Context: an optimization exercise on an open-source flow, tuned for small area and few clock cycles per item. The choices shown serve that exercise and are no tape-out recipe.
Function was checked by simulation only, so behaviour that the tests miss may differ from the original.
Power and IR drop assume default switching activity.

$ cat design/flow/config.mk
export PLATFORM = sky130hd
export DESIGN_NAME = rs_c3_enc
export DESIGN_NICKNAME = rs_c3_enc
export VERILOG_FILES = /design/flow/design.v
export SDC_FILE = /design/flow/constraint.sdc
export NUM_CORES = 4
export LEC_CHECK = 0
export CAP_MARGIN = 20
export CORE_MARGIN = 2
export CORE_UTILIZATION = 55
export PLACE_DENSITY = 0.7
export SLEW_MARGIN = 20
$ cat design/flow/design.v
module rs_c3_enc (
    input  wire        clk,
    input  wire        rst,
    input  wire        in_valid,
    output wire        in_ready,
    input  wire [15:0] in_data,
    output wire        out_valid,
    input  wire        out_ready,
    output wire [15:0] out_data,
    output wire        out_last
);
    localparam integer K    = 240;
    localparam integer NPAR = 16;
    reg [15:0] q [1:NPAR-1];
    reg [15:0] fbd;
    reg        emitting;    
    reg        flushing;    
    reg [7:0]  in_cnt;
    reg [3:0]  out_cnt;
    wire [15:0] qn [1:NPAR-1];
    wire [15:0] top;
    wire x0 = fbd[8] ^ fbd[15];
    wire x1 = fbd[9] ^ fbd[14];
    wire x2 = fbd[3] ^ fbd[11];
    wire x3 = fbd[4] ^ fbd[12];
    wire x4 = fbd[0] ^ x1;
    wire x5 = fbd[10] ^ x0;
    wire x6 = fbd[8] ^ fbd[13];
    wire x7 = fbd[2] ^ fbd[14];
    wire x8 = fbd[5] ^ fbd[15];
    wire x9 = fbd[7] ^ x6;
    wire x10 = fbd[1] ^ fbd[6];
    wire x11 = x4 ^ x10;
    wire x12 = fbd[0] ^ x8;
    wire x13 = fbd[11] ^ x7;
    wire x14 = fbd[1] ^ x5;
    wire x15 = x3 ^ x11;
    wire x16 = fbd[6] ^ fbd[12];
    wire x17 = fbd[15] ^ x16;
    wire x18 = fbd[11] ^ fbd[14];
    wire x19 = x8 ^ x18;
    wire x20 = x3 ^ x7;
    wire x21 = fbd[10] ^ x20;
    wire x22 = x2 ^ x3;
    wire x23 = fbd[2] ^ x22;
    wire x24 = x2 ^ x6;
    wire x25 = x12 ^ x24;
    wire x26 = fbd[5] ^ fbd[11];
    wire x27 = x24 ^ x26;
    wire x28 = x11 ^ x27;
    wire x29 = fbd[4] ^ fbd[14];
    wire x30 = x5 ^ x29;
    wire x31 = x6 ^ x30;
    wire x32 = fbd[3] ^ fbd[12];
    wire x33 = x1 ^ x32;
    wire x34 = x0 ^ x33;
    wire x35 = fbd[1] ^ fbd[8];
    wire x36 = fbd[9] ^ x35;
    wire x37 = x24 ^ x36;
    wire x38 = fbd[0] ^ fbd[7];
    wire x39 = x20 ^ x38;
    wire x40 = x30 ^ x39;
    wire x41 = x32 ^ x35;
    wire x42 = x27 ^ x41;
    wire x43 = fbd[2] ^ fbd[5];
    wire x44 = fbd[13] ^ x38;
    wire x45 = x43 ^ x44;
    wire x46 = x14 ^ x45;
    wire x47 = x6 ^ x21;
    wire x48 = x11 ^ x13;
    wire x49 = x34 ^ x39;
    wire x50 = x34 ^ x45;
    wire x51 = x21 ^ x46;
    wire x52 = x20 ^ x24;
    wire x53 = x8 ^ x51;
    wire x54 = fbd[6] ^ x52;
    wire x55 = x15 ^ x33;
    wire x56 = x12 ^ x30;
    wire x57 = x2 ^ x50;
    wire x58 = fbd[3] ^ x51;
    wire x59 = x36 ^ x51;
    wire x60 = x55 ^ x56;
    wire x61 = x28 ^ x29;
    wire x62 = fbd[10] ^ x49;
    wire x63 = x15 ^ x35;
    wire x64 = x26 ^ x49;
    wire x65 = x42 ^ x56;
    wire x66 = x24 ^ x43;
    wire x67 = x31 ^ x48;
    wire x68 = fbd[12] ^ x55;
    wire x69 = fbd[15] ^ x54;
    wire x70 = fbd[1] ^ x19;
    wire x71 = fbd[7] ^ x22;
    wire x72 = x25 ^ x60;
    wire x73 = x51 ^ x57;
    wire x74 = x32 ^ x38;
    wire x75 = fbd[13] ^ fbd[15];
    wire x76 = x41 ^ x56;
    wire x77 = fbd[2] ^ x60;
    wire x78 = x16 ^ x22;
    wire x79 = x48 ^ x59;
    wire x80 = fbd[10] ^ x50;
    wire x81 = x6 ^ x80;
    wire x82 = x54 ^ x56;
    wire x83 = x35 ^ x47;
    wire x84 = x15 ^ x53;
    wire x87 = x58 ^ x82;
    wire x88 = x10 ^ x13;
    wire x89 = x10 ^ x75;
    wire x90 = x47 ^ x89;
    wire x91 = x24 ^ x48;
    wire x92 = x1 ^ x54;
    wire x93 = x52 ^ x55;
    wire x94 = x0 ^ x40;
    wire x95 = x61 ^ x70;
    wire x96 = x11 ^ x95;
    wire x97 = x44 ^ x88;
    wire x98 = x63 ^ x88;
    wire x99 = x25 ^ x46;
    wire x100 = x52 ^ x62;
    wire x101 = x47 ^ x99;
    wire x102 = x49 ^ x53;
    wire x103 = x22 ^ x59;
    wire x104 = fbd[10] ^ x63;
    wire x105 = x37 ^ x104;
    wire x106 = fbd[14] ^ x53;
    wire x107 = x10 ^ x18;
    wire x108 = x49 ^ x78;
    wire x109 = x42 ^ x73;
    wire x115 = x34 ^ x68;
    wire x118 = fbd[7] ^ fbd[11];
    wire x119 = fbd[6] ^ fbd[8];
    wire x120 = fbd[7] ^ fbd[9];
    wire x121 = x10 ^ x38;
    wire x122 = x94 ^ x121;
    wire x124 = fbd[5] ^ x75;
    wire x125 = x75 ^ x119;
    wire x126 = fbd[11] ^ x119;
    wire x127 = x0 ^ x2;
    wire x128 = x57 ^ x92;
    wire x129 = x44 ^ x118;
    wire x130 = x19 ^ x63;
    wire x131 = x129 ^ x130;
    wire x133 = fbd[10] ^ x41;
    wire x134 = fbd[13] ^ x20;
    wire x135 = x9 ^ x74;
    wire x136 = fbd[0] ^ x5;
    wire x137 = x69 ^ x136;
    wire x138 = x29 ^ x121;
    wire x139 = fbd[15] ^ x22;
    wire x140 = x12 ^ x43;
    wire x141 = x22 ^ x45;
    wire x143 = x23 ^ x25;
    wire x144 = x84 ^ x143;
    wire x145 = x119 ^ x143;
    wire x146 = x75 ^ x136;
    wire x147 = x27 ^ x126;
    wire x148 = fbd[2] ^ x21;
    wire x149 = x48 ^ x76;
    wire x150 = fbd[5] ^ x30;
    wire x151 = x2 ^ x150;
    wire x152 = x65 ^ x151;
    wire x153 = x145 ^ x152;
    wire x154 = x56 ^ x120;
    wire x155 = x88 ^ x147;
    wire x156 = x97 ^ x135;
    wire x157 = fbd[2] ^ x46;
    wire x158 = x41 ^ x157;
    wire x159 = x34 ^ x47;
    wire x160 = x7 ^ x150;
    wire x161 = x101 ^ x160;
    wire x163 = x4 ^ x40;
    wire x164 = x83 ^ x97;
    wire x165 = x52 ^ x63;
    wire x166 = x10 ^ x60;
    wire x167 = x43 ^ x165;
    wire x168 = x76 ^ x122;
    wire x169 = x44 ^ x101;
    wire x170 = x11 ^ x128;
    wire x172 = x50 ^ x167;
    wire x175 = x16 ^ x107;
    wire x176 = x1 ^ x107;
    wire x178 = fbd[4] ^ x126;
    wire x179 = x134 ^ x178;
    wire x180 = x166 ^ x176;
    wire x184 = x9 ^ x88;
    wire x185 = x159 ^ x184;
    wire x186 = x66 ^ x70;
    wire x188 = x27 ^ x70;
    wire x190 = x37 ^ x89;
    wire x191 = x27 ^ x136;
    wire x194 = x21 ^ x125;
    wire x195 = x120 ^ x133;
    wire x200 = x49 ^ x147;
    wire x203 = x139 ^ x148;
    wire x204 = x15 ^ x186;
    wire x205 = x89 ^ x141;
    wire x208 = x28 ^ x74;
    wire x210 = x45 ^ x147;
    wire x211 = x78 ^ x81;
    wire x214 = x50 ^ x126;
    wire x215 = x139 ^ x179;
    wire x226 = x64 ^ x83;
    wire x227 = x63 ^ x127;
    wire x228 = x75 ^ x99;
    wire x232 = x88 ^ x90;
    wire x235 = fbd[7] ^ x80;
    wire x237 = x26 ^ x145;
    wire x242 = x24 ^ x82;
    wire x243 = fbd[1] ^ x160;
    wire x245 = fbd[5] ^ x154;
    wire x249 = x65 ^ x71;
    wire x259 = x94 ^ x135;
    wire x285 = x164 ^ x188;
    wire x287 = fbd[0] ^ x68;
    wire x291 = x73 ^ x118;
    wire x293 = x81 ^ x94;
    wire x294 = x127 ^ x195;
    wire x295 = x90 ^ x294;
    wire x297 = x68 ^ x154;
    wire x300 = x104 ^ x179;
    wire x315 = x242 ^ x295;
    wire x320 = fbd[3] ^ x60;
    wire x324 = x147 ^ x228;
    wire x332 = x47 ^ x103;
    wire x340 = x50 ^ x87;
    wire x353 = x293 ^ x294;
    wire x361 = x5 ^ x79;
    wire x368 = fbd[2] ^ fbd[3];
    wire x372 = fbd[2] ^ fbd[11];
    wire x373 = fbd[13] ^ x372;
    wire x374 = x74 ^ x373;
    wire x375 = fbd[8] ^ fbd[10];
    wire x376 = x1 ^ x375;
    wire x377 = x376 ^ x153;
    wire x381 = fbd[1] ^ fbd[5];
    wire x382 = fbd[13] ^ fbd[14];
    wire x383 = x381 ^ x382;
    wire x384 = x74 ^ x383;
    wire x385 = fbd[5] ^ fbd[12];
    wire x388 = fbd[7] ^ x43;
    wire x390 = fbd[2] ^ fbd[7];
    wire x393 = fbd[6] ^ fbd[7];
    wire x394 = fbd[15] ^ x393;
    wire x395 = x394 ^ x300;
    wire x396 = fbd[14] ^ x5;
    wire y0 = fbd[2] ^ q[1][0];
    wire y1 = x90 ^ y0;
    wire y2 = x15 ^ q[1][1];
    wire y3 = x79 ^ y2;
    wire y4 = x179 ^ q[1][2];
    wire y5 = x69 ^ y4;
    wire y6 = x67 ^ q[1][3];
    wire y7 = x109 ^ y6;
    wire y8 = x141 ^ q[1][4];
    wire y9 = x166 ^ y8;
    wire y10 = x4 ^ q[1][5];
    wire y11 = x152 ^ y10;
    wire y12 = x194 ^ q[1][6];
    wire y13 = x103 ^ q[1][7];
    wire y14 = x161 ^ q[1][8];
    wire y15 = x69 ^ q[1][9];
    wire y16 = fbd[10] ^ q[1][10];
    wire y17 = x73 ^ y16;
    wire y18 = x139 ^ q[1][11];
    wire y19 = x101 ^ y18;
    wire y20 = x61 ^ q[1][12];
    wire y21 = x164 ^ y20;
    wire y22 = x204 ^ q[1][13];
    wire y23 = x203 ^ y22;
    wire y24 = x226 ^ q[1][14];
    wire y25 = fbd[12] ^ q[1][15];
    wire y26 = x67 ^ y25;
    wire y27 = x151 ^ q[2][0];
    wire y28 = x130 ^ q[2][1];
    wire y29 = x49 ^ q[2][2];
    wire y30 = x93 ^ y29;
    wire y31 = x374 ^ q[2][3];
    wire y32 = x133 ^ q[2][4];
    wire y33 = x25 ^ y32;
    wire y34 = x93 ^ q[2][5];
    wire y35 = x138 ^ q[2][6];
    wire y36 = x204 ^ y35;
    wire y37 = fbd[14] ^ q[2][7];
    wire y38 = x159 ^ y37;
    wire y39 = x83 ^ q[2][8];
    wire y40 = x80 ^ y39;
    wire y41 = x100 ^ q[2][9];
    wire y42 = x79 ^ y41;
    wire y43 = x105 ^ q[2][10];
    wire y44 = x102 ^ y43;
    wire y45 = x232 ^ q[2][11];
    wire y46 = x127 ^ q[2][12];
    wire y47 = x106 ^ y46;
    wire y48 = x66 ^ q[2][13];
    wire y49 = x169 ^ y48;
    wire y50 = x71 ^ q[2][14];
    wire y51 = x79 ^ y50;
    wire y52 = x44 ^ q[2][15];
    wire y53 = x215 ^ y52;
    wire y54 = x129 ^ q[3][0];
    wire y55 = x49 ^ y54;
    wire y56 = x36 ^ q[3][1];
    wire y57 = x76 ^ y56;
    wire y58 = x205 ^ q[3][2];
    wire y59 = x232 ^ y58;
    wire y60 = x89 ^ q[3][3];
    wire y61 = x119 ^ q[3][4];
    wire y62 = x95 ^ y61;
    wire y63 = x124 ^ q[3][5];
    wire y64 = x65 ^ y63;
    wire y65 = x124 ^ q[3][6];
    wire y66 = x48 ^ y65;
    wire y67 = x139 ^ q[3][7];
    wire y68 = x87 ^ y67;
    wire y69 = x60 ^ q[3][8];
    wire y70 = x96 ^ y69;
    wire y71 = x50 ^ q[3][9];
    wire y72 = x165 ^ y71;
    wire y73 = x315 ^ q[3][10];
    wire y74 = x2 ^ q[3][11];
    wire y75 = x169 ^ y74;
    wire y76 = x75 ^ q[3][12];
    wire y77 = x67 ^ y76;
    wire y78 = x71 ^ q[3][13];
    wire y79 = x243 ^ y78;
    wire y80 = x92 ^ q[3][14];
    wire y81 = x135 ^ q[3][15];
    wire y82 = x154 ^ y81;
    wire y83 = x167 ^ q[4][0];
    wire y84 = x153 ^ y83;
    wire y85 = x77 ^ q[4][1];
    wire y86 = x121 ^ q[4][2];
    wire y87 = x25 ^ y86;
    wire y88 = x66 ^ q[4][3];
    wire y89 = x156 ^ y88;
    wire y90 = x62 ^ q[4][4];
    wire y91 = x77 ^ y90;
    wire y92 = x324 ^ q[4][5];
    wire y93 = x210 ^ q[4][6];
    wire y94 = x97 ^ q[4][7];
    wire y95 = x54 ^ y94;
    wire y96 = x29 ^ q[4][8];
    wire y97 = x165 ^ y96;
    wire y98 = x146 ^ q[4][9];
    wire y99 = x58 ^ y98;
    wire y100 = x293 ^ q[4][10];
    wire y101 = x67 ^ q[4][11];
    wire y102 = x55 ^ y101;
    wire y103 = x40 ^ q[4][12];
    wire y104 = x84 ^ y103;
    wire y105 = x249 ^ q[4][13];
    wire y106 = fbd[14] ^ q[4][14];
    wire y107 = x0 ^ y106;
    wire y108 = x98 ^ y107;
    wire y109 = x74 ^ q[4][15];
    wire y110 = x46 ^ y109;
    wire y111 = x320 ^ q[5][0];
    wire y112 = x108 ^ q[5][1];
    wire y113 = x61 ^ q[5][2];
    wire y114 = x53 ^ y113;
    wire y115 = x57 ^ q[5][3];
    wire y116 = x98 ^ y115;
    wire y117 = x17 ^ q[5][4];
    wire y118 = x122 ^ y117;
    wire y119 = fbd[2] ^ q[5][5];
    wire y120 = x2 ^ y119;
    wire y121 = fbd[8] ^ q[5][6];
    wire y122 = fbd[3] ^ y121;
    wire y123 = x3 ^ y122;
    wire y124 = x78 ^ q[5][7];
    wire y125 = x167 ^ y124;
    wire y126 = x25 ^ q[5][8];
    wire y127 = x53 ^ y126;
    wire y128 = x145 ^ q[5][9];
    wire y129 = x33 ^ q[5][10];
    wire y130 = x95 ^ y129;
    wire y131 = x36 ^ q[5][11];
    wire y132 = x96 ^ y131;
    wire y133 = x62 ^ q[5][12];
    wire y134 = x73 ^ y133;
    wire y135 = x98 ^ q[5][13];
    wire y136 = fbd[10] ^ q[5][14];
    wire y137 = fbd[9] ^ y136;
    wire y138 = x368 ^ y137;
    wire y139 = x42 ^ y138;
    wire y140 = fbd[12] ^ q[5][15];
    wire y141 = x137 ^ y140;
    wire y142 = x4 ^ q[6][0];
    wire y143 = x122 ^ y142;
    wire y144 = x228 ^ q[6][1];
    wire y145 = x80 ^ q[6][2];
    wire y146 = x79 ^ y145;
    wire y147 = x127 ^ q[6][3];
    wire y148 = x128 ^ y147;
    wire y149 = x388 ^ q[6][4];
    wire y150 = x396 ^ y149;
    wire y151 = x190 ^ q[6][5];
    wire y152 = x126 ^ q[6][6];
    wire y153 = x164 ^ y152;
    wire y154 = x78 ^ q[6][7];
    wire y155 = x61 ^ y154;
    wire y156 = fbd[8] ^ q[6][8];
    wire y157 = x390 ^ y156;
    wire y158 = x190 ^ y157;
    wire y159 = x99 ^ q[6][9];
    wire y160 = x98 ^ y159;
    wire y161 = x15 ^ q[6][10];
    wire y162 = x80 ^ y161;
    wire y163 = fbd[10] ^ q[6][11];
    wire y164 = x150 ^ y163;
    wire y165 = x9 ^ q[6][12];
    wire y166 = x66 ^ y165;
    wire y167 = x35 ^ q[6][13];
    wire y168 = x68 ^ y167;
    wire y169 = x34 ^ q[6][14];
    wire y170 = x58 ^ y169;
    wire y171 = fbd[2] ^ q[6][15];
    wire y172 = x320 ^ y171;
    wire y173 = fbd[0] ^ q[7][0];
    wire y174 = x7 ^ y173;
    wire y175 = x81 ^ y174;
    wire y176 = x21 ^ q[7][1];
    wire y177 = x179 ^ y176;
    wire y178 = x203 ^ q[7][2];
    wire y179 = x194 ^ q[7][3];
    wire y180 = x214 ^ y179;
    wire y181 = x49 ^ q[7][4];
    wire y182 = x48 ^ y181;
    wire y183 = x159 ^ q[7][5];
    wire y184 = x158 ^ y183;
    wire y185 = fbd[10] ^ q[7][6];
    wire y186 = x10 ^ y185;
    wire y187 = x27 ^ y186;
    wire y188 = x295 ^ q[7][7];
    wire y189 = x107 ^ q[7][8];
    wire y190 = x106 ^ y189;
    wire y191 = x138 ^ q[7][9];
    wire y192 = x131 ^ y191;
    wire y193 = x157 ^ q[7][10];
    wire y194 = x109 ^ y193;
    wire y195 = x237 ^ q[7][11];
    wire y196 = x226 ^ y195;
    wire y197 = x235 ^ q[7][12];
    wire y198 = x97 ^ q[7][13];
    wire y199 = x62 ^ y198;
    wire y200 = x140 ^ q[7][14];
    wire y201 = x315 ^ y200;
    wire y202 = x140 ^ q[7][15];
    wire y203 = x82 ^ y202;
    wire y204 = fbd[14] ^ q[8][0];
    wire y205 = x385 ^ y204;
    wire y206 = x259 ^ y205;
    wire y207 = x95 ^ q[8][1];
    wire y208 = x45 ^ q[8][2];
    wire y209 = x170 ^ y208;
    wire y210 = x106 ^ q[8][3];
    wire y211 = x195 ^ q[8][4];
    wire y212 = x300 ^ q[8][5];
    wire y213 = fbd[5] ^ q[8][6];
    wire y214 = fbd[0] ^ y213;
    wire y215 = x18 ^ y214;
    wire y216 = x133 ^ y215;
    wire y217 = x108 ^ q[8][7];
    wire y218 = x106 ^ y217;
    wire y219 = x155 ^ q[8][8];
    wire y220 = x53 ^ y219;
    wire y221 = fbd[8] ^ q[8][9];
    wire y222 = x61 ^ y221;
    wire y223 = x148 ^ q[8][10];
    wire y224 = x55 ^ y223;
    wire y225 = x152 ^ q[8][11];
    wire y226 = x120 ^ q[8][12];
    wire y227 = x28 ^ y226;
    wire y228 = x143 ^ q[8][13];
    wire y229 = x208 ^ y228;
    wire y230 = x47 ^ q[8][14];
    wire y231 = x58 ^ y230;
    wire y232 = x153 ^ q[8][15];
    wire y233 = x66 ^ q[9][0];
    wire y234 = x102 ^ y233;
    wire y235 = x83 ^ q[9][1];
    wire y236 = x115 ^ y235;
    wire y237 = x158 ^ q[9][2];
    wire y238 = x131 ^ q[9][3];
    wire y239 = x134 ^ q[9][4];
    wire y240 = x87 ^ y239;
    wire y241 = x12 ^ q[9][5];
    wire y242 = x57 ^ y241;
    wire y243 = x20 ^ q[9][6];
    wire y244 = x159 ^ y243;
    wire y245 = x129 ^ q[9][7];
    wire y246 = x30 ^ y245;
    wire y247 = x149 ^ q[9][8];
    wire y248 = x104 ^ q[9][9];
    wire y249 = x103 ^ y248;
    wire y250 = x259 ^ q[9][10];
    wire y251 = x242 ^ q[9][11];
    wire y252 = x388 ^ q[9][12];
    wire y253 = x65 ^ y252;
    wire y254 = x19 ^ q[9][13];
    wire y255 = x91 ^ y254;
    wire y256 = x163 ^ q[9][14];
    wire y257 = x55 ^ y256;
    wire y258 = x158 ^ q[9][15];
    wire y259 = x98 ^ y258;
    wire y260 = x119 ^ q[10][0];
    wire y261 = x76 ^ y260;
    wire y262 = x81 ^ q[10][1];
    wire y263 = x105 ^ y262;
    wire y264 = x291 ^ q[10][2];
    wire y265 = x10 ^ q[10][3];
    wire y266 = x20 ^ y265;
    wire y267 = x44 ^ q[10][4];
    wire y268 = x90 ^ y267;
    wire y269 = x41 ^ q[10][5];
    wire y270 = x57 ^ y269;
    wire y271 = fbd[3] ^ q[10][6];
    wire y272 = x90 ^ y271;
    wire y273 = x6 ^ q[10][7];
    wire y274 = x64 ^ y273;
    wire y275 = x135 ^ q[10][8];
    wire y276 = x59 ^ y275;
    wire y277 = x324 ^ q[10][9];
    wire y278 = x291 ^ y277;
    wire y279 = x146 ^ q[10][10];
    wire y280 = x95 ^ y279;
    wire y281 = x71 ^ q[10][11];
    wire y282 = x245 ^ y281;
    wire y283 = x140 ^ q[10][12];
    wire y284 = x161 ^ y283;
    wire y285 = fbd[14] ^ q[10][13];
    wire y286 = fbd[1] ^ y285;
    wire y287 = x237 ^ y286;
    wire y288 = x78 ^ q[10][14];
    wire y289 = x79 ^ y288;
    wire y290 = x215 ^ q[10][15];
    wire y291 = x34 ^ q[11][0];
    wire y292 = x65 ^ y291;
    wire y293 = x78 ^ q[11][1];
    wire y294 = x77 ^ y293;
    wire y295 = x50 ^ q[11][2];
    wire y296 = x185 ^ y295;
    wire y297 = x211 ^ q[11][3];
    wire y298 = x28 ^ q[11][4];
    wire y299 = x101 ^ y298;
    wire y300 = x45 ^ q[11][5];
    wire y301 = x122 ^ y300;
    wire y302 = x184 ^ q[11][6];
    wire y303 = x148 ^ q[11][7];
    wire y304 = x62 ^ y303;
    wire y305 = x87 ^ q[11][8];
    wire y306 = x3 ^ q[11][9];
    wire y307 = x64 ^ y306;
    wire y308 = fbd[15] ^ q[11][10];
    wire y309 = x1 ^ y308;
    wire y310 = x374 ^ y309;
    wire y311 = x64 ^ q[11][11];
    wire y312 = x131 ^ y311;
    wire y313 = x8 ^ q[11][12];
    wire y314 = x82 ^ y313;
    wire y315 = x101 ^ q[11][13];
    wire y316 = x1 ^ q[11][14];
    wire y317 = x143 ^ y316;
    wire y318 = x5 ^ q[11][15];
    wire y319 = x28 ^ y318;
    wire y320 = x94 ^ q[12][0];
    wire y321 = fbd[1] ^ q[12][1];
    wire y322 = x24 ^ y321;
    wire y323 = x245 ^ q[12][2];
    wire y324 = x249 ^ q[12][3];
    wire y325 = x235 ^ y324;
    wire y326 = x68 ^ q[12][4];
    wire y327 = x106 ^ y326;
    wire y328 = x120 ^ q[12][5];
    wire y329 = x29 ^ y328;
    wire y330 = fbd[5] ^ q[12][6];
    wire y331 = x136 ^ y330;
    wire y332 = x176 ^ q[12][7];
    wire y333 = x74 ^ q[12][8];
    wire y334 = x73 ^ y333;
    wire y335 = x148 ^ q[12][9];
    wire y336 = x155 ^ y335;
    wire y337 = x208 ^ q[12][10];
    wire y338 = fbd[15] ^ q[12][11];
    wire y339 = x105 ^ y338;
    wire y340 = x18 ^ q[12][12];
    wire y341 = x25 ^ y340;
    wire y342 = x115 ^ q[12][13];
    wire y343 = x83 ^ q[12][14];
    wire y344 = x59 ^ y343;
    wire y345 = x134 ^ q[12][15];
    wire y346 = x105 ^ y345;
    wire y347 = x44 ^ q[13][0];
    wire y348 = x168 ^ y347;
    wire y349 = x128 ^ q[13][1];
    wire y350 = x186 ^ q[13][2];
    wire y351 = x12 ^ q[13][3];
    wire y352 = x84 ^ y351;
    wire y353 = x163 ^ q[13][4];
    wire y354 = x58 ^ y353;
    wire y355 = x42 ^ q[13][5];
    wire y356 = x137 ^ y355;
    wire y357 = x205 ^ q[13][6];
    wire y358 = x45 ^ q[13][7];
    wire y359 = x68 ^ y358;
    wire y360 = x102 ^ q[13][8];
    wire y361 = x4 ^ q[13][9];
    wire y362 = x159 ^ y361;
    wire y363 = x109 ^ q[13][10];
    wire y364 = x46 ^ q[13][11];
    wire y365 = x84 ^ y364;
    wire y366 = x49 ^ q[13][12];
    wire y367 = x137 ^ y366;
    wire y368 = x100 ^ q[13][13];
    wire y369 = x16 ^ q[13][14];
    wire y370 = x72 ^ y369;
    wire y371 = x69 ^ q[13][15];
    wire y372 = x55 ^ y371;
    wire y373 = x243 ^ q[14][0];
    wire y374 = x148 ^ q[14][1];
    wire y375 = x149 ^ y374;
    wire y376 = x19 ^ q[14][2];
    wire y377 = x156 ^ y376;
    wire y378 = x104 ^ q[14][3];
    wire y379 = x58 ^ y378;
    wire y380 = x121 ^ q[14][4];
    wire y381 = x19 ^ y380;
    wire y382 = x50 ^ q[14][5];
    wire y383 = x28 ^ y382;
    wire y384 = x67 ^ q[14][6];
    wire y385 = x185 ^ y384;
    wire y386 = x92 ^ q[14][7];
    wire y387 = x93 ^ y386;
    wire y388 = x141 ^ q[14][8];
    wire y389 = x96 ^ y388;
    wire y390 = x91 ^ q[14][9];
    wire y391 = x210 ^ q[14][10];
    wire y392 = x211 ^ y391;
    wire y393 = x191 ^ q[14][11];
    wire y394 = x205 ^ y393;
    wire y395 = x188 ^ q[14][12];
    wire y396 = x45 ^ q[14][13];
    wire y397 = x59 ^ y396;
    wire y398 = x191 ^ q[14][14];
    wire y399 = x118 ^ q[14][15];
    wire y400 = x138 ^ y399;
    wire y401 = x4 ^ q[15][0];
    wire y402 = x14 ^ q[15][1];
    wire y403 = x13 ^ q[15][2];
    wire y404 = x34 ^ q[15][3];
    wire y405 = x31 ^ q[15][4];
    wire y406 = x19 ^ q[15][5];
    wire y407 = x17 ^ q[15][6];
    wire y408 = x9 ^ q[15][7];
    wire y409 = x15 ^ q[15][8];
    wire y410 = x46 ^ q[15][9];
    wire y411 = x23 ^ q[15][10];
    wire y412 = x28 ^ q[15][11];
    wire y413 = x40 ^ q[15][12];
    wire y414 = x37 ^ q[15][13];
    wire y415 = x21 ^ q[15][14];
    wire y416 = x25 ^ q[15][15];
    assign qn[1][0] = x214;
    assign qn[1][1] = x285;
    assign qn[1][2] = x287;
    assign qn[1][3] = x227;
    assign qn[1][4] = x377;
    assign qn[1][5] = x332;
    assign qn[1][6] = x340;
    assign qn[1][7] = x361;
    assign qn[1][8] = x237;
    assign qn[1][9] = x384;
    assign qn[1][10] = x175;
    assign qn[1][11] = x178;
    assign qn[1][12] = x200;
    assign qn[1][13] = x297;
    assign qn[1][14] = x395;
    assign qn[1][15] = x353;
    assign qn[2][0] = y1;
    assign qn[2][1] = y3;
    assign qn[2][2] = y5;
    assign qn[2][3] = y7;
    assign qn[2][4] = y9;
    assign qn[2][5] = y11;
    assign qn[2][6] = y12;
    assign qn[2][7] = y13;
    assign qn[2][8] = y14;
    assign qn[2][9] = y15;
    assign qn[2][10] = y17;
    assign qn[2][11] = y19;
    assign qn[2][12] = y21;
    assign qn[2][13] = y23;
    assign qn[2][14] = y24;
    assign qn[2][15] = y26;
    assign qn[3][0] = y27;
    assign qn[3][1] = y28;
    assign qn[3][2] = y30;
    assign qn[3][3] = y31;
    assign qn[3][4] = y33;
    assign qn[3][5] = y34;
    assign qn[3][6] = y36;
    assign qn[3][7] = y38;
    assign qn[3][8] = y40;
    assign qn[3][9] = y42;
    assign qn[3][10] = y44;
    assign qn[3][11] = y45;
    assign qn[3][12] = y47;
    assign qn[3][13] = y49;
    assign qn[3][14] = y51;
    assign qn[3][15] = y53;
    assign qn[4][0] = y55;
    assign qn[4][1] = y57;
    assign qn[4][2] = y59;
    assign qn[4][3] = y60;
    assign qn[4][4] = y62;
    assign qn[4][5] = y64;
    assign qn[4][6] = y66;
    assign qn[4][7] = y68;
    assign qn[4][8] = y70;
    assign qn[4][9] = y72;
    assign qn[4][10] = y73;
    assign qn[4][11] = y75;
    assign qn[4][12] = y77;
    assign qn[4][13] = y79;
    assign qn[4][14] = y80;
    assign qn[4][15] = y82;
    assign qn[5][0] = y84;
    assign qn[5][1] = y85;
    assign qn[5][2] = y87;
    assign qn[5][3] = y89;
    assign qn[5][4] = y91;
    assign qn[5][5] = y92;
    assign qn[5][6] = y93;
    assign qn[5][7] = y95;
    assign qn[5][8] = y97;
    assign qn[5][9] = y99;
    assign qn[5][10] = y100;
    assign qn[5][11] = y102;
    assign qn[5][12] = y104;
    assign qn[5][13] = y105;
    assign qn[5][14] = y108;
    assign qn[5][15] = y110;
    assign qn[6][0] = y111;
    assign qn[6][1] = y112;
    assign qn[6][2] = y114;
    assign qn[6][3] = y116;
    assign qn[6][4] = y118;
    assign qn[6][5] = y120;
    assign qn[6][6] = y123;
    assign qn[6][7] = y125;
    assign qn[6][8] = y127;
    assign qn[6][9] = y128;
    assign qn[6][10] = y130;
    assign qn[6][11] = y132;
    assign qn[6][12] = y134;
    assign qn[6][13] = y135;
    assign qn[6][14] = y139;
    assign qn[6][15] = y141;
    assign qn[7][0] = y143;
    assign qn[7][1] = y144;
    assign qn[7][2] = y146;
    assign qn[7][3] = y148;
    assign qn[7][4] = y150;
    assign qn[7][5] = y151;
    assign qn[7][6] = y153;
    assign qn[7][7] = y155;
    assign qn[7][8] = y158;
    assign qn[7][9] = y160;
    assign qn[7][10] = y162;
    assign qn[7][11] = y164;
    assign qn[7][12] = y166;
    assign qn[7][13] = y168;
    assign qn[7][14] = y170;
    assign qn[7][15] = y172;
    assign qn[8][0] = y175;
    assign qn[8][1] = y177;
    assign qn[8][2] = y178;
    assign qn[8][3] = y180;
    assign qn[8][4] = y182;
    assign qn[8][5] = y184;
    assign qn[8][6] = y187;
    assign qn[8][7] = y188;
    assign qn[8][8] = y190;
    assign qn[8][9] = y192;
    assign qn[8][10] = y194;
    assign qn[8][11] = y196;
    assign qn[8][12] = y197;
    assign qn[8][13] = y199;
    assign qn[8][14] = y201;
    assign qn[8][15] = y203;
    assign qn[9][0] = y206;
    assign qn[9][1] = y207;
    assign qn[9][2] = y209;
    assign qn[9][3] = y210;
    assign qn[9][4] = y211;
    assign qn[9][5] = y212;
    assign qn[9][6] = y216;
    assign qn[9][7] = y218;
    assign qn[9][8] = y220;
    assign qn[9][9] = y222;
    assign qn[9][10] = y224;
    assign qn[9][11] = y225;
    assign qn[9][12] = y227;
    assign qn[9][13] = y229;
    assign qn[9][14] = y231;
    assign qn[9][15] = y232;
    assign qn[10][0] = y234;
    assign qn[10][1] = y236;
    assign qn[10][2] = y237;
    assign qn[10][3] = y238;
    assign qn[10][4] = y240;
    assign qn[10][5] = y242;
    assign qn[10][6] = y244;
    assign qn[10][7] = y246;
    assign qn[10][8] = y247;
    assign qn[10][9] = y249;
    assign qn[10][10] = y250;
    assign qn[10][11] = y251;
    assign qn[10][12] = y253;
    assign qn[10][13] = y255;
    assign qn[10][14] = y257;
    assign qn[10][15] = y259;
    assign qn[11][0] = y261;
    assign qn[11][1] = y263;
    assign qn[11][2] = y264;
    assign qn[11][3] = y266;
    assign qn[11][4] = y268;
    assign qn[11][5] = y270;
    assign qn[11][6] = y272;
    assign qn[11][7] = y274;
    assign qn[11][8] = y276;
    assign qn[11][9] = y278;
    assign qn[11][10] = y280;
    assign qn[11][11] = y282;
    assign qn[11][12] = y284;
    assign qn[11][13] = y287;
    assign qn[11][14] = y289;
    assign qn[11][15] = y290;
    assign qn[12][0] = y292;
    assign qn[12][1] = y294;
    assign qn[12][2] = y296;
    assign qn[12][3] = y297;
    assign qn[12][4] = y299;
    assign qn[12][5] = y301;
    assign qn[12][6] = y302;
    assign qn[12][7] = y304;
    assign qn[12][8] = y305;
    assign qn[12][9] = y307;
    assign qn[12][10] = y310;
    assign qn[12][11] = y312;
    assign qn[12][12] = y314;
    assign qn[12][13] = y315;
    assign qn[12][14] = y317;
    assign qn[12][15] = y319;
    assign qn[13][0] = y320;
    assign qn[13][1] = y322;
    assign qn[13][2] = y323;
    assign qn[13][3] = y325;
    assign qn[13][4] = y327;
    assign qn[13][5] = y329;
    assign qn[13][6] = y331;
    assign qn[13][7] = y332;
    assign qn[13][8] = y334;
    assign qn[13][9] = y336;
    assign qn[13][10] = y337;
    assign qn[13][11] = y339;
    assign qn[13][12] = y341;
    assign qn[13][13] = y342;
    assign qn[13][14] = y344;
    assign qn[13][15] = y346;
    assign qn[14][0] = y348;
    assign qn[14][1] = y349;
    assign qn[14][2] = y350;
    assign qn[14][3] = y352;
    assign qn[14][4] = y354;
    assign qn[14][5] = y356;
    assign qn[14][6] = y357;
    assign qn[14][7] = y359;
    assign qn[14][8] = y360;
    assign qn[14][9] = y362;
    assign qn[14][10] = y363;
    assign qn[14][11] = y365;
    assign qn[14][12] = y367;
    assign qn[14][13] = y368;
    assign qn[14][14] = y370;
    assign qn[14][15] = y372;
    assign qn[15][0] = y373;
    assign qn[15][1] = y375;
    assign qn[15][2] = y377;
    assign qn[15][3] = y379;
    assign qn[15][4] = y381;
    assign qn[15][5] = y383;
    assign qn[15][6] = y385;
    assign qn[15][7] = y387;
    assign qn[15][8] = y389;
    assign qn[15][9] = y390;
    assign qn[15][10] = y392;
    assign qn[15][11] = y394;
    assign qn[15][12] = y395;
    assign qn[15][13] = y397;
    assign qn[15][14] = y398;
    assign qn[15][15] = y400;
    assign top[0] = y401;
    assign top[1] = y402;
    assign top[2] = y403;
    assign top[3] = y404;
    assign top[4] = y405;
    assign top[5] = y406;
    assign top[6] = y407;
    assign top[7] = y408;
    assign top[8] = y409;
    assign top[9] = y410;
    assign top[10] = y411;
    assign top[11] = y412;
    assign top[12] = y413;
    assign top[13] = y414;
    assign top[14] = y415;
    assign top[15] = y416;
    wire        take  = in_valid && !emitting;
    wire        shift = emitting && (out_ready || flushing);
    wire        en    = take || shift;
    wire [15:0] fb    = (in_data ^ top) & {16{!emitting}};
    integer k;
    always @(posedge clk) begin
        if (en) begin
            fbd  <= fb;
            for (k = 1; k < NPAR; k = k + 1) q[k] <= qn[k];
        end
    end
    always @(posedge clk) begin
        if (rst) begin
            emitting <= 1'b1;
            flushing <= 1'b1;
            in_cnt   <= 8'd0;
            out_cnt  <= 4'd0;
        end else if (take) begin
            if (in_cnt == K - 1) begin
                in_cnt   <= 8'd0;
                emitting <= 1'b1;
            end else begin
                in_cnt <= in_cnt + 8'd1;
            end
        end else if (shift) begin
            if (out_cnt == NPAR - 1) begin
                out_cnt  <= 4'd0;
                emitting <= 1'b0;
                flushing <= 1'b0;
            end else begin
                out_cnt <= out_cnt + 4'd1;
            end
        end
    end
    assign in_ready  = !emitting;
    assign out_valid = emitting && !flushing;
    assign out_data  = top;
    assign out_last  = out_cnt == NPAR - 1;
endmodule
$ cat design/flow/flow/run.sh
#!/bin/bash
# The standard layout (standard.sh) with two changes:
#  - ABC maps the logic with a plain structural mapping (flow/abc.script), so
#    the XOR network written in the RTL is kept as it is;
#  - extra ORFS make variables from flow/extra.sh (placement/CTS options).
# Each tool's output goes to the ORFS logs under orfs/logs; make's own output
# goes to make.log.
set -euo pipefail
HERE=$(pwd)
cat > my_synth.tcl <<EOF
proc abc {args} {
  set i [lsearch -exact \$args -script]
  if {\$i >= 0} { set args [lreplace \$args [expr {\$i+1}] [expr {\$i+1}] $HERE/flow/abc.script] }
  yosys abc {*}\$args
}
source $HERE/synth_recipe.tcl
EOF
{
  cat flow/extra.sh
  sed -e "s#SYNTH_SCRIPT=[^ ]*#SYNTH_SCRIPT=$HERE/my_synth.tcl#" \
      -e 's#"\${@:-finish}"#"${EXTRA[@]}" "${@:-finish}"#' standard.sh
} > my_standard.sh
bash my_standard.sh > make.log 2>&1
$ cat design/flow/flow/extra.sh
EXTRA=("BUFFER_PORTS_ARGS=-buffer_cell sky130_fd_sc_hd__buf_2" "CTS_ARGS=-sink_clustering_enable -repair_clock_nets -dont_use_dummy_load")
$ cat design/flow/constraint.sdc
create_clock -name core_clock -period 4.0 [get_ports {clk}]
set_input_delay 0.8000 -clock core_clock [delete_from_list [all_inputs] [get_ports {clk}]]
set_output_delay 0.8000 -clock core_clock [all_outputs]
set_load 0.01 [all_outputs]
$ cat design/flow/standard.sh
#!/bin/bash
# synth_recipe.tcl (not shown) runs the flow's synth.tcl, then flattens the netlist and writes it again
# the make line also repeats each setting of config.mk as NAME=value (left out here)
make -C /OpenROAD-flow-scripts/flow DESIGN_CONFIG=/design/flow/config.mk WORK_HOME=/design/flow/orfs CLKGATE_MAP_FILE= SYNTH_SCRIPT=/design/flow/synth_recipe.tcl "${@:-finish}"
$ cat design/flow/flow/abc.script
strash
map -a
==> results of run 1 <==
[worst min-delay path: cells and delay by family, from the launching register on]
family,cells,cell delay (ns)
buffers and inverters,1,0.05
DFF,1,0.32
AOI/OAI and AO/OA,1,0.07
[layout make-up]
type | count | area (um^2) | share of cell area (%)
multi-input cells | 789 | 6460 | 37.7
flip-flops and latches | 270 | 7970 | 46.5
inverters | 43 | 161 | 0.941
repair buffers | 193 | 1390 | 8.11
well taps | 335 | 419 | 2.44
clock buffers | 30 | 751 | 4.38
[through the flow]
| step | hold slack [ns] | setup WS, ns |
|---|---|---|
| 5_1_grt | 0.513 | 0.0311 |
| 2_1_floorplan | 0.451 | 0.0416 |
| 6_report | 0.490 | 0.108 |
| 3_3_place_gp | 0.470 | -0.329 |
| 3_5_place_dp | 0.483 | -0.187 |
| 4_1_cts | 0.488 | 0.00761 |
[timing repair]
action | CTS | global route
setup buffers | 1 | 5
resized for setup | 6 | 8
endpoints found under the setup margin | 12 | 17
pin swaps | 0 | 0
[sequential cells by signal, summed over array words and instances, names as in the netlist]
signal / flops
q: 240
in_cnt: 8
flushing: 1
emitting: 1
out_cnt: 4
fbd: 16
[power breakdown]
group / internal (mW) / leakage (nW) / switching, mW / total (mW)
clock: 1.30 / 0.370 / 1.02 / 2.32
sequential: 3.18 / 3.27 / 0.0576 / 3.24
combinational: 0.117 / 4.06 / 0.115 / 0.232
total: 4.60 / 7.70 / 1.20 / 5.79
[path summary, 6_finish.rpt]
path                            slack [ns]  cells after the start                   from                     to
worst min-delay path                  0.49                      2  flushing$_SDFFE_PP1P_  flushing$_SDFFE_PP1P_
worst min register to register        0.49                      2  flushing$_SDFFE_PP1P_  flushing$_SDFFE_PP1P_
worst max register to register        0.13                     10       fbd[5]$_DFFE_PP_      q[4][7]$_DFFE_PP_
worst max-delay path                  0.11                      8       fbd[5]$_DFFE_PP_           out_data[11]
[cell usage after synthesis]
cell type / count / area share (%)
a21oi_1: 13 / 0.45
buf_4: 16 / 0.82
clkinv_1: 43 / 1.1
dfxtp_1: 14 / 1.9
edfxtp_1: 256 / 53
ha_1: 2 / 0.17
nand2_1: 21 / 0.54
nand3_1: 12 / 0.41
nand4_1: 3 / 0.13
nor2_1: 69 / 1.8
nor3_1: 2 / 0.069
o211ai_1: 1 / 0.051
o21ai_0: 2 / 0.069
xnor2_1: 218 / 13
xor2_1: 446 / 27
[logic make-up (layout without fill, tap and decap cells)]
group,count (synthesis),after routing,share of synthesized area [%]
xor+xnor,664,664,39.8
flops,270,270,54.6
buf+inv,59,266,1.93
compound gates,16,16,0.566
fa+ha+maj,2,2,0.171
simple gates,107,107,2.92
[routing by layer]
layer | wire, um | vias up
met3 | 3760 | 98
met5 | 0 | -
li1 | - | 4035
met2 | 20900 | 420
met1 | 19300 | 4570
met4 | 2090 | 0
==> out/metrics.csv, run 1 <==
metric,value,unit
dpl hpwl,35200,um
DR WL/cell,27.8,um
CTS Buf Count,30,
vias in the first global route,8946,
outcome,timing/DRC/antenna clean,
Post-DP Area,0.0163,mm^2
htree depth,1,
Max-Cap Viols,0,
Boundary Pins,39,
port bufs,38,
TritonCTS clock tree,built,
GRT Max-Usage Layer,met2,
Initial Utilization,56.0,%
PD cells,338,mW/mm^2
remaining antenna violation count,0,
Fin. Hold Viols,0,
Mapped Nets,1140,
Cell variety after synth,15,
"slowest stage delay, CP",0.84,ns
die area,0.0279,mm^2
post-layout util,65.8,%
#FFs+latches synth,270,
critical path's slowest cell,edfxtp_1,
Leakage,7.70,nW
initial antenna violation count,0,
vias per inst,5.50,
Final Setup Violations,0,
Setup Skew,0.0395,ns
Final #Nets,1349,
Peak Freq,0.257,GHz
Mapped Avg Cell Area,13.1,um^2
Initial DRC Count,1185,
DRT Wirelength,46100,um
clk latency of the worst-skew pair,0.57,ns
CP Cell Sequence,nor2_1 > nor2_1 > buf_4 > xor2_1 > xnor2_2 > buf_4 > xor2_1 > buf_2,
maximum fanout along the worst path,8,
max-slew violation count,0,
met1 Track Usage GR,47.6,%
post-layout minimum cycle time,3.89,ns
Setup crit start kind,register,
HP Class,reg2reg,
met3 Use GR,4.28,%
Finished Layout Cells,1660,
met2 Use GR,51.8,%
Final Cycle Share,97.3,%
core area,0.0261,mm^2
Slew @ Worst Pin,0.824,ns
"most common cell after layout, fill and taps aside",xor2_1,
dpl cells,1624,
Max IR drop VDD,0.405,mV
Total GRT Usage,33.1,%
share of post-route cells with drive strength above 1,17.9,%
Slew HR,44.9,%
synth warn,2,
unrepaired setup endpoints after global routing,no,
# hold bufs at CTS,0,
critical path's top delay family,flip-flops,
DRC viols,0,
pin count of the biggest net entering global routing,87,
worst path required time,3.20,ns
most frequent cells in the layout,"440 x xor2_1, 256 x edfxtp_1, 215 x xnor2_1, 152 x buf_4, 65 x nor2_1",
GR Overflow Total,0,
Die Ht,167,um
"CTS clk-pin slew, worst paths",0.05,ns
First-pass DRT Iterations,5,
Setup crit end kind,output pin,
maximum root-to-sink buffer count,3,
GP Congestion,1.01,
Pwr Total,5.79,mW
fill count,2046,
Vias,9123,
Post-Layout Inst Area,0.0172,mm^2
share of the yosys chip area belonging to registers,54.6,%
Clock Root Buffer,clkbuf_16,
Syn-to-layout area delta,17.5,%
Post-Syn Area,0.0146,mm^2
Setup TNS,0,ns
Crit path arrival time,3.09,ns
Mapped Cells,1118,
antenna cells,0,
critical path class,reg2out,
Die Wd,167,um
row cnt,59,
CTS sink count,270,
CP Buf/Inv Count,3,
first-pass GRT wire length,64100,um
Testbench counts, summed over its fixed seeds: cycles 49,280, words 192.
==> run 2: changes to the inputs <==
==> design/flow/flow/extra.sh (replaced) <==
EXTRA=("BUFFER_PORTS_ARGS=-buffer_cell sky130_fd_sc_hd__buf_1" "CTS_ARGS=-sink_clustering_enable -repair_clock_nets -dont_use_dummy_load -sink_clustering_size 24 -sink_clustering_max_diameter 120")
--- a/design/flow/config.mk
+++ b/design/flow/config.mk
@@ -9,4 +9,5 @@
 export CORE_MARGIN = 2
 export CORE_UTILIZATION = 55
 export PLACE_DENSITY = 0.7
+export SETUP_SLACK_MARGIN = 0.15
 export SLEW_MARGIN = 20
==> out/metrics.csv, run 2 <==
metric,value,unit
maximum fanout along the worst path,4,
Final #Nets,1340,
Post-Syn Area,0.0146,mm^2
HP Class,reg2reg,
max-slew violation count,0,
Die Wd,167,um
# hold bufs at CTS,0,
Setup crit end kind,output pin,
maximum root-to-sink buffer count,3,
Crit path arrival time,3.00,ns
post-layout minimum cycle time,3.80,ns
r2r setup slk,0.23,ns
Final Cycle Share,95.0,%
htree depth,1,
fill count,2025,
first-pass GRT wire length,63500,um
pin count of the biggest net entering global routing,107,
Sw Pwr,1.06,mW
DR WL/cell,27.8,um
TritonCTS clock tree,built,
Initial Utilization,56.0,%
Fin. Hold Viols,0,
dpl hpwl,35700,um
Net Sw Frac,21.2,%
Post-Layout Inst Area,0.0168,mm^2
"most common cell after layout, fill and taps aside",xor2_1,
Worst R2R Start,fbd[0]$_DFFE_PP_,
Max-Cap Viols,0,
Clock Root Buffer,clkbuf_16,
unrepaired setup endpoints after global routing,yes,
CP startpoint,fbd[8]$_DFFE_PP_,
ys async rst share,0,%
core area,0.0261,mm^2
synth cell count leaders,"446 x xor2_1, 256 x edfxtp_1, 218 x xnor2_1",
outcome,timing/DRC/antenna clean,
#FFs+latches synth,270,
Top reg by flops,q,
Mapped Nets,1140,
port bufs,38,
FF-to-FF path depth,11,
Setup Skew,0.0505,ns
share of post-route cells with drive strength above 1,15.3,%
Vias,8932,
Final Setup Violations,0,
CTS sink count,270,
vias per inst,5.41,
antenna cells,0,
"Top FF cell, synth",edfxtp_1,
GP Congestion,0.986,
Max IR drop VDD,0.479,mV
CTS Buf Count,15,
Die Ht,167,um
clk latency of the worst-skew pair,0.49,ns
Reg2Reg Capture Point,q[1][6]$_DFFE_PP_,
mux cell area share after synthesis,0,%
post-layout util,64.6,%
DRC viols,0,
Synth Area in Simple Gates,2.92,%
Leakage,7.41,nW
Mapped Cells,1118,
DRT Wirelength,45900,um
Slew HR,37.5,%
most instantiated library cell after synthesis,xor2_1,
die area,0.0279,mm^2
Internal Power,3.96,mW
Slew @ Worst Pin,0.938,ns
Syn-to-layout area delta,15.3,%
worst path required time,3.20,ns
Synth area leader,edfxtp_1,
Mapped Avg Cell Area,13.1,um^2
share of the yosys chip area belonging to registers,54.6,%
top cell type's share of synthesized area,52.7,%
critical path class,reg2out,
clock share of power,31.2,%
remaining antenna violation count,0,
vias in the first global route,8709,
row cnt,59,
post-synthesis xor/xnor area fraction,39.8,%
"EDFF count, synth",256,
Peak Freq,0.263,GHz
Boundary Pins,39,
Gate power share,4.5,%
most frequent cells in the layout,"429 x xor2_1, 256 x edfxtp_1, 216 x xnor2_1, 158 x buf_4, 64 x nor2_1",
Synth Area in Adders,0.171,%
Initial DRC Count,1111,
Reg power frac,64.3,%
post-synthesis compound-gate area fraction,0.566,%
synth top area cells,"edfxtp_1 53%, xor2_1 27%, xnor2_1 13%",
synth warn,2,
Largest register FFs,240,
First-pass DRT Iterations,5,
Total GRT Usage,33.0,%
initial antenna violation count,0,
Setup crit start kind,register,
PD cells,298,mW/mm^2
GR Overflow Total,0,
leading registers by flop count,"q: 240 flops, fbd: 16 flops, in_cnt: 8 flops",
Post-DP Area,0.0163,mm^2
Setup crit end,out_data[15],
largest family of logic cells by synthesized area,XOR/XNOR gates,
Cell variety after synth,15,
Setup TNS,0,ns
"CTS clk-pin slew, worst paths",0.10,ns
[run 2: cell count changes in the layout (fill, tap and decap cells not counted), sizes merged]
cell    change
buf         +6
clkinv      -1
inv         +1
clkbuf     -15
[run 2: what timing repair did]
item | 4_1_cts | 5_1_grt
pin swaps | 1 | 0
gates resized for setup | 11 | 12
setup buffers | 5 | 0
endpoints found under the hold margin | 0 | 0
setup endpoints to repair | 17 | 10
[run 2: cells by family (layout without fill, tap and decap cells)]
family	Yosys count	after routing
AO/OA/AOI/OAI	16	16
XOR/XNOR	664	664
adder cells (fa/ha/maj)	2	2
buffers and inverters	59	257
flip-flops	270	270
AND/OR/NAND/NOR	107	107
[run 2: power by group through the flow]
| stage | clock, mW | sequential, mW | combinational [mW] |
|---|---|---|---|
| final | 1.57 | 3.23 | 0.227 |
| after global routing | 1.67 | 3.24 | 0.245 |
| after CTS | 1.59 | 3.23 | 0.226 |
| after detailed placement | 0 | 3.29 | 0.224 |
| after global placement | 0 | 3.29 | 0.218 |
| after floorplan | 0 | 3.27 | 0.176 |
[run 2: layout make-up]
cell class | instances | area [um^2] | area share [%]
sequential | 270 | 7970 | 47.3
multi-input combinational | 789 | 6540 | 38.9
timing repair buffer | 199 | 1370 | 8.14
tap | 335 | 419 | 2.49
clock buffer | 15 | 375 | 2.23
inverter | 43 | 161 | 0.959
[run 2: worst max-delay path, stage by stage, from the launching register on]
cell and delay (ns):
edfxtp_1 0.47, clkinv_1 0.12, nor2_1 0.05, nor2_2 0.34
xor2_2 0.25, buf_4 0.19, nor2_1 0.05, nor2_2 0.33
buf_4 0.22, xor2_2 0.26, buf_1 0.18
[run 2: stage by stage]
step           hold WS [ns]  setup WS [ns]  cells  power [mW]
2_1_floorplan         0.451          0.177   1118        3.45
3_3_place_gp          0.463         -0.322   1631        3.51
3_5_place_dp          0.474         -0.247   1631        3.52
4_1_cts               0.488         0.0424   1651        5.05
5_1_grt               0.511         0.0888   1651        5.15
6_report              0.485          0.200   1651        5.02
[run 2: per-layer routing]
metal	routed length (um)	vias up	track usage, %
met4	1840	0	12.0
met5	0	-	0
met2	20600	406	51.2
met3	3720	81	6.13
li1	-	4014	-
met1	19800	4431	46.6
[run 2: worst min path at each step]
stage / slack [ns] / start / depth (start not counted) / end
after floorplan: 0.45 / flushing$_SDFFE_PP1P_ / 2 / flushing$_SDFFE_PP1P_
after global placement: 0.46 / flushing$_SDFFE_PP1P_ / 2 / flushing$_SDFFE_PP1P_
after detailed placement: 0.47 / flushing$_SDFFE_PP1P_ / 2 / flushing$_SDFFE_PP1P_
after CTS: 0.49 / flushing$_SDFFE_PP1P_ / 2 / flushing$_SDFFE_PP1P_
after global routing: 0.51 / out_cnt[1]$_SDFFE_PP0P_ / 2 / out_cnt[1]$_SDFFE_PP0P_
final: 0.49 / out_cnt[1]$_SDFFE_PP0P_ / 2 / out_cnt[1]$_SDFFE_PP0P_
==> run 3: changes to the inputs <==
--- a/design/flow/flow/run.sh
+++ b/design/flow/flow/run.sh
@@ -1,6 +1,6 @@
 #!/bin/bash
 # The standard layout (standard.sh) with two changes:
-#  - ABC maps the logic with a plain structural mapping (flow/abc.script), so
+#  - ABC maps the logic with an area-oriented structural mapping (&nf) (flow/abc.script), so
 #    the XOR network written in the RTL is kept as it is;
 #  - extra ORFS make variables from flow/extra.sh (placement/CTS options).
 # Each tool's output goes to the ORFS logs under orfs/logs; make's own output
==> design/flow/flow/abc.script (replaced) <==
&get -n
&st
&dch -f
&nf -R 1000
&put
==> out/metrics.csv, run 3 <==
metric,value,unit
vias per inst,5.48,
port bufs,38,
Vias,8211,
row cnt,58,
Final Setup Violations,0,
GR Overflow Total,0,
Top reg by flops,q,
Clock Root Buffer,clkbuf_16,
Post-Layout Inst Area,0.0162,mm^2
antenna cells,0,
Crit path arrival time,2.98,ns
"Top FF cell, synth",edfxtp_1,
DRT Wirelength,43300,um
Final Cycle Share,94.6,%
Mapped Cells,1007,
dpl cells,1477,
dpl hpwl,33600,um
Max IR drop VDD,0.377,mV
most frequent cells in the layout,"461 x xnor2_1, 256 x edfxtp_1, 181 x xor2_1, 118 x buf_4, 38 x buf_1",
critical path class,reg2out,
synth top area cells,"edfxtp_1 54%, xnor2_1 29%, xor2_1 12%",
Slew @ Worst Pin,1.03,ns
Setup Skew,0.0523,ns
First-pass DRT Iterations,5,
Pwr Total,4.87,mW
worst path required time,3.20,ns
initial antenna violation count,0,
Initial Utilization,56.2,%
pin count of the biggest net entering global routing,58,
synth warn,2,
Max-Cap Viols,0,
TritonCTS clock tree,built,
post-layout minimum cycle time,3.78,ns
unrepaired setup endpoints after global routing,yes,
HP Class,reg2reg,
Initial DRC Count,949,
remaining antenna violation count,0,
share of post-route cells with drive strength above 1,13.5,%
Finished Layout Cells,1498,
Post-Syn Area,0.0142,mm^2
htree depth,1,
ys async rst share,0,%
Leakage,6.52,nW
GP Congestion,0.982,
"most common cell after layout, fill and taps aside",xnor2_1,
Die Ht,165,um
Syn-to-layout area delta,13.9,%
leading registers by flop count,"q: 240 flops, fbd: 16 flops, in_cnt: 8 flops",
Mapped Avg Cell Area,14.1,um^2
Setup TNS,0,ns
synth cell count leaders,"473 x xnor2_1, 256 x edfxtp_1, 187 x xor2_1",
Mapped Nets,1029,
first-pass GRT wire length,60400,um
DR WL/cell,28.9,um
PD cells,301,mW/mm^2
clk latency of the worst-skew pair,0.53,ns
CTS sink count,270,
core area,0.0253,mm^2
outcome,timing/DRC/antenna clean,
Boundary Pins,39,
Cell variety after synth,24,
max-slew violation count,0,
"EDFF count, synth",256,
Fin. Hold Viols,0,
Die Wd,165,um
Post-DP Area,0.0157,mm^2
maximum root-to-sink buffer count,3,
maximum fanout along the worst path,7,
vias in the first global route,8200,
Peak Freq,0.264,GHz
most instantiated library cell after synthesis,xnor2_1,
share of the yosys chip area belonging to registers,56.2,%
post-layout util,64.0,%
CTS Buf Count,15,
die area,0.0271,mm^2
#FFs+latches synth,270,
Final #Nets,1192,
top cell type's share of synthesized area,54.2,%
"CTS clk-pin slew, worst paths",0.11,ns
Setup crit start kind,register,
# hold bufs at CTS,0,
Largest register FFs,240,
Setup crit end kind,output pin,
Total GRT Usage,33.1,%
DRC viols,0,
Slew HR,31.0,%
Synth area leader,edfxtp_1,
[run 3: cell types whose count changed after synthesis, moves of 4 or more]
cell,change
and3_1,+4
xnor2_1,+255
xor2_1,-259
nand2_1,-16
a21oi_1,-7
nor2_1,-43
clkinv_1,-42
nand3_1,-11
[run 3: path summary, 6_finish.rpt]
check / startpoint / cells after the start / slack [ns] / end
max: fbd[8]$_DFFE_PP_ / 8 / 0.22 / out_data[15]
min: out_cnt[1]$_SDFFE_PP0P_ / 2 / 0.48 / out_cnt[1]$_SDFFE_PP0P_
max reg2reg: fbd[8]$_DFFE_PP_ / 13 / 0.28 / q[8][11]$_DFFE_PP_
min reg2reg: out_cnt[1]$_SDFFE_PP0P_ / 2 / 0.48 / out_cnt[1]$_SDFFE_PP0P_
[run 3: critical path, cell delays in order (launching register included)]
cell      delay (ns)
edfxtp_1        0.46
buf_4           0.22
xor2_1          0.19
xnor2_2         0.33
buf_4           0.29
xor2_1          0.36
buf_4           0.28
xnor2_1         0.17
buf_1           0.18
[run 3: power breakdown]
part	total [mW]	switching, mW	internal, mW
clock network	1.56	0.882	0.675
logic	0.157	0.0770	0.0803
registers	3.15	0.0348	3.12
[run 3: logic make-up after synthesis]
logic type      synth area share (%)
xor+xnor                        40.7
flops                           56.2
buf+inv                        0.873
mux                           0.0706
simple gates                    1.44
compound gates                 0.529
fa+ha+maj                      0.176
[run 3: layout make-up]
cell class / instances / area [um^2]
Tap cell: 330 / 413
Clock buffer: 15 / 375
Fill cell: 1977 / 9100
Multi-Input combinational cell: 720 / 6250
Inverter: 1 / 3.75
Timing Repair Buffer: 162 / 1140
Sequential cell: 270 / 7970
[run 3: through the flow]
| stage | hold WS (ns) | worst slack (ns) |
|---|---|---|
| floorplan | 0.448 | 0.171 |
| global placement | 0.463 | 0.290 |
| detailed placement | 0.468 | 0.294 |
| CTS | 0.481 | 0.170 |
| global route | 0.503 | 0.114 |
| finish | 0.480 | 0.217 |
[run 3: metal layers]
layer,GRT usage (%),part of all wire [%],vias up
met1,46.8,42,4125
met5,0,0,-
met3,4.80,7.9,86
met2,51.8,45,356
met4,13.4,4.9,0
li1,-,-,3644
[run 3: what timing repair did]
action,4_1_cts,5_1_grt
pin swaps,0,2
setup endpoints to repair,1,4
resized for setup,1,5
setup buffers,3,3
gates cloned,0,0
==> run 4: changes to the inputs <==
==> design/flow/flow/extra.sh (replaced) <==
EXTRA=("BUFFER_PORTS_ARGS=-buffer_cell sky130_fd_sc_hd__buf_1" "CTS_ARGS=-sink_clustering_enable -repair_clock_nets -dont_use_dummy_load -buf_list sky130_fd_sc_hd__clkbuf_8 -root_buf sky130_fd_sc_hd__clkbuf_8 -sink_clustering_size 14 -sink_clustering_max_diameter 100")
==> out/metrics.csv, run 4 <==
metric,value,unit
Max-Cap Viols,0,
"Top FF cell, synth",edfxtp_1,
ys async rst share,0,%
clk latency of the worst-skew pair,0.58,ns
area of the multi-input gates,0.00626,mm^2
unrepaired setup endpoints after global routing,yes,
Setup crit start kind,register,
port bufs,38,
Mapped Cells,1007,
HP Class,reg2reg,
vias per inst,5.49,
Initial Utilization,56.2,%
Largest register FFs,240,
share of post-route cells with drive strength above 1,14.5,%
Finished Layout Cells,1510,
synth cell count leaders,"473 x xnor2_1, 256 x edfxtp_1, 187 x xor2_1",
Synth Area in Adders,0.176,%
Post-Syn Area,0.0142,mm^2
synth warn,2,
Fin. Hold Viols,0,
Slew HR,25.3,%
Pwr Total,4.73,mW
initial antenna violation count,0,
DRT Wirelength,43700,um
CTS sink count,270,
Synth area leader,edfxtp_1,
dpl cells,1477,
Setup crit end kind,output pin,
"most common cell after layout, fill and taps aside",xnor2_1,
Crit path arrival time,3.00,ns
Mapped Avg Cell Area,14.1,um^2
Boundary Pins,39,
maximum fanout along the worst path,7,
Setup TNS,0,ns
Max IR drop VDD,0.246,mV
First-pass DRT Iterations,5,
post-synthesis compound-gate area fraction,0.529,%
Total GRT Usage,33.2,%
core area,0.0253,mm^2
maximum root-to-sink buffer count,3,
vias in the first global route,8268,
Final #Nets,1204,
outcome,timing/DRC/antenna clean,
Vias,8293,
max-slew violation count,0,
htree depth,1,
Leakage,6.52,nW
GR Overflow Total,0,
synth top area cells,"edfxtp_1 54%, xnor2_1 29%, xor2_1 12%",
fill count,1988,
DR WL/cell,28.9,um
Final Setup Violations,0,
critical path class,reg2out,
most frequent cells in the layout,"461 x xnor2_1, 256 x edfxtp_1, 180 x xor2_1, 122 x buf_4, 38 x buf_1",
Die Ht,165,um
r2r setup slk,0.47,ns
remaining antenna violation count,0,
dpl hpwl,33600,um
most instantiated library cell after synthesis,xnor2_1,
Setup Skew,0.0482,ns
antenna cells,0,
PD cells,293,mW/mm^2
DRC viols,0,
Initial DRC Count,908,
GP Congestion,0.982,
Cell variety after synth,24,
#FFs+latches synth,270,
Slew @ Worst Pin,1.11,ns
TritonCTS clock tree,built,
Die Wd,165,um
post-layout minimum cycle time,3.80,ns
Syn-to-layout area delta,13.7,%
share of the yosys chip area belonging to registers,56.2,%
Top reg by flops,q,
post-layout util,63.9,%
CTS Buf Count,23,
Synth Area in Simple Gates,1.44,%
"EDFF count, synth",256,
"CTS clk-pin slew, worst paths",0.10,ns
die area,0.0271,mm^2
FF+latch area,0.00797,mm^2
largest family of logic cells by synthesized area,XOR/XNOR gates,
Peak Freq,0.263,GHz
Clock Root Buffer,clkbuf_8,
Final Cycle Share,95.0,%
first-pass GRT wire length,60600,um
row cnt,58,
leading registers by flop count,"q: 240 flops, fbd: 16 flops, in_cnt: 8 flops",
Hold WS,0.481,ns
pin count of the biggest net entering global routing,58,
mux cell area share after synthesis,0.0706,%
top cell type's share of synthesized area,54.2,%
Mapped Nets,1029,
worst path required time,3.20,ns
post-synthesis xor/xnor area fraction,40.7,%
-- run 4: critical path, cell delays in order, from the launching register on --
cell	delay [ns]
edfxtp_1	0.46
buf_4	0.22
xor2_1	0.28
xnor2_2	0.18
buf_4	0.24
xnor2_1	0.62
xor2_1	0.27
buf_1	0.18
-- run 4: power breakdown --
group | switching (mW) | internal [mW]
combinational | 0.0768 | 0.0802
sequential | 0.0348 | 3.12
clock | 0.904 | 0.515
total | 1.02 | 3.71
-- run 4: final cells by class --
| cell class | instances | area share, % |
|---|---|---|
| clock buffer | 23 | 1.96 |
| inverter | 1 | 0.0233 |
| multi-input combinational | 720 | 38.8 |
| sequential | 270 | 49.4 |
| tap | 330 | 2.56 |
| timing repair buffer | 166 | 7.25 |
-- run 4: final timing paths --
path,startpoint,to,cells past startpoint
min reg2reg,out_cnt[1]$_SDFFE_PP0P_,out_cnt[1]$_SDFFE_PP0P_,2
max reg2reg,fbd[14]$_DFFE_PP_,q[2][3]$_DFFE_PP_,9
max,fbd[8]$_DFFE_PP_,out_data[13],7
min,out_cnt[1]$_SDFFE_PP0P_,out_cnt[1]$_SDFFE_PP0P_,2
-- run 4: cells by family (layout without fill, tap and decap cells) --
logic type	after synthesis	after routing
AO/OA/AOI/OAI	12	12
XOR/XNOR	660	660
adder cells (fa/ha/maj)	2	2
buffers and inverters	17	190
flip-flops	270	270
multiplexers	1	1
AND/OR/NAND/NOR	45	45
-- run 4: stage by stage --
| step | area [um^2] | worst slack (ns) |
|---|---|---|
| after floorplan | 14300 | 0.171 |
| after global placement | 15700 | 0.290 |
| after detailed placement | 15700 | 0.294 |
| after CTS | 16100 | 0.113 |
| after global routing | 16100 | 0.0872 |
| final | 16100 | 0.199 |
-- run 4: repair_timing --
action                                  4_1_cts  5_1_grt
endpoints found under the setup margin        3        3
hold buffers                                  0        0
pin swaps                                     0        2
resized for setup                             3        3
setup buffers                                 3        7
-- run 4: metal layers --
metal,share of wire (%),global-route usage (%),wire length [um],up-vias
met5,0,0,0,-
met4,5.2,14.7,2260,0
li1,-,-,-,3654
met2,45,51.5,19700,358
met3,7.5,5.15,3290,109
met1,42,46.4,18400,4172

separate check: timing with driven ports:
The flow's constraints put no driver on any port. The routed layouts listed below were extracted and timed again, unchanged, in two steps. Step 1, drivers: a clkbuf_16 drives clk and a buf_2 each remaining input, both assumed. Step 2 also shifts input and output timing later by t, the mid clock arrival at the registers, as if the neighbouring blocks saw the same clock. Three values: ideal ports, drivers, drivers and shift; two values: the first two.
run | shift t [ns] | setup WS [ns] | clock arrival spread, ns | worst data-port slew with drivers (ns)
run 1 | 0.596 | 0.108 / 0.059 / 0.134 | 0.039 / 0.040 | 0.03
run 2 | 0.532 | 0.200 / 0.148 / 0.233 | 0.083 / 0.082 | 0.03
run 3 | 0.551 | 0.217 / 0.165 / 0.279 | 0.052 / 0.053 | 0.03
run 4 | 0.603 | 0.199 / 0.154 / 0.465 | 0.050 / 0.049 | 0.03
After both steps every run listed still meets setup and hold.
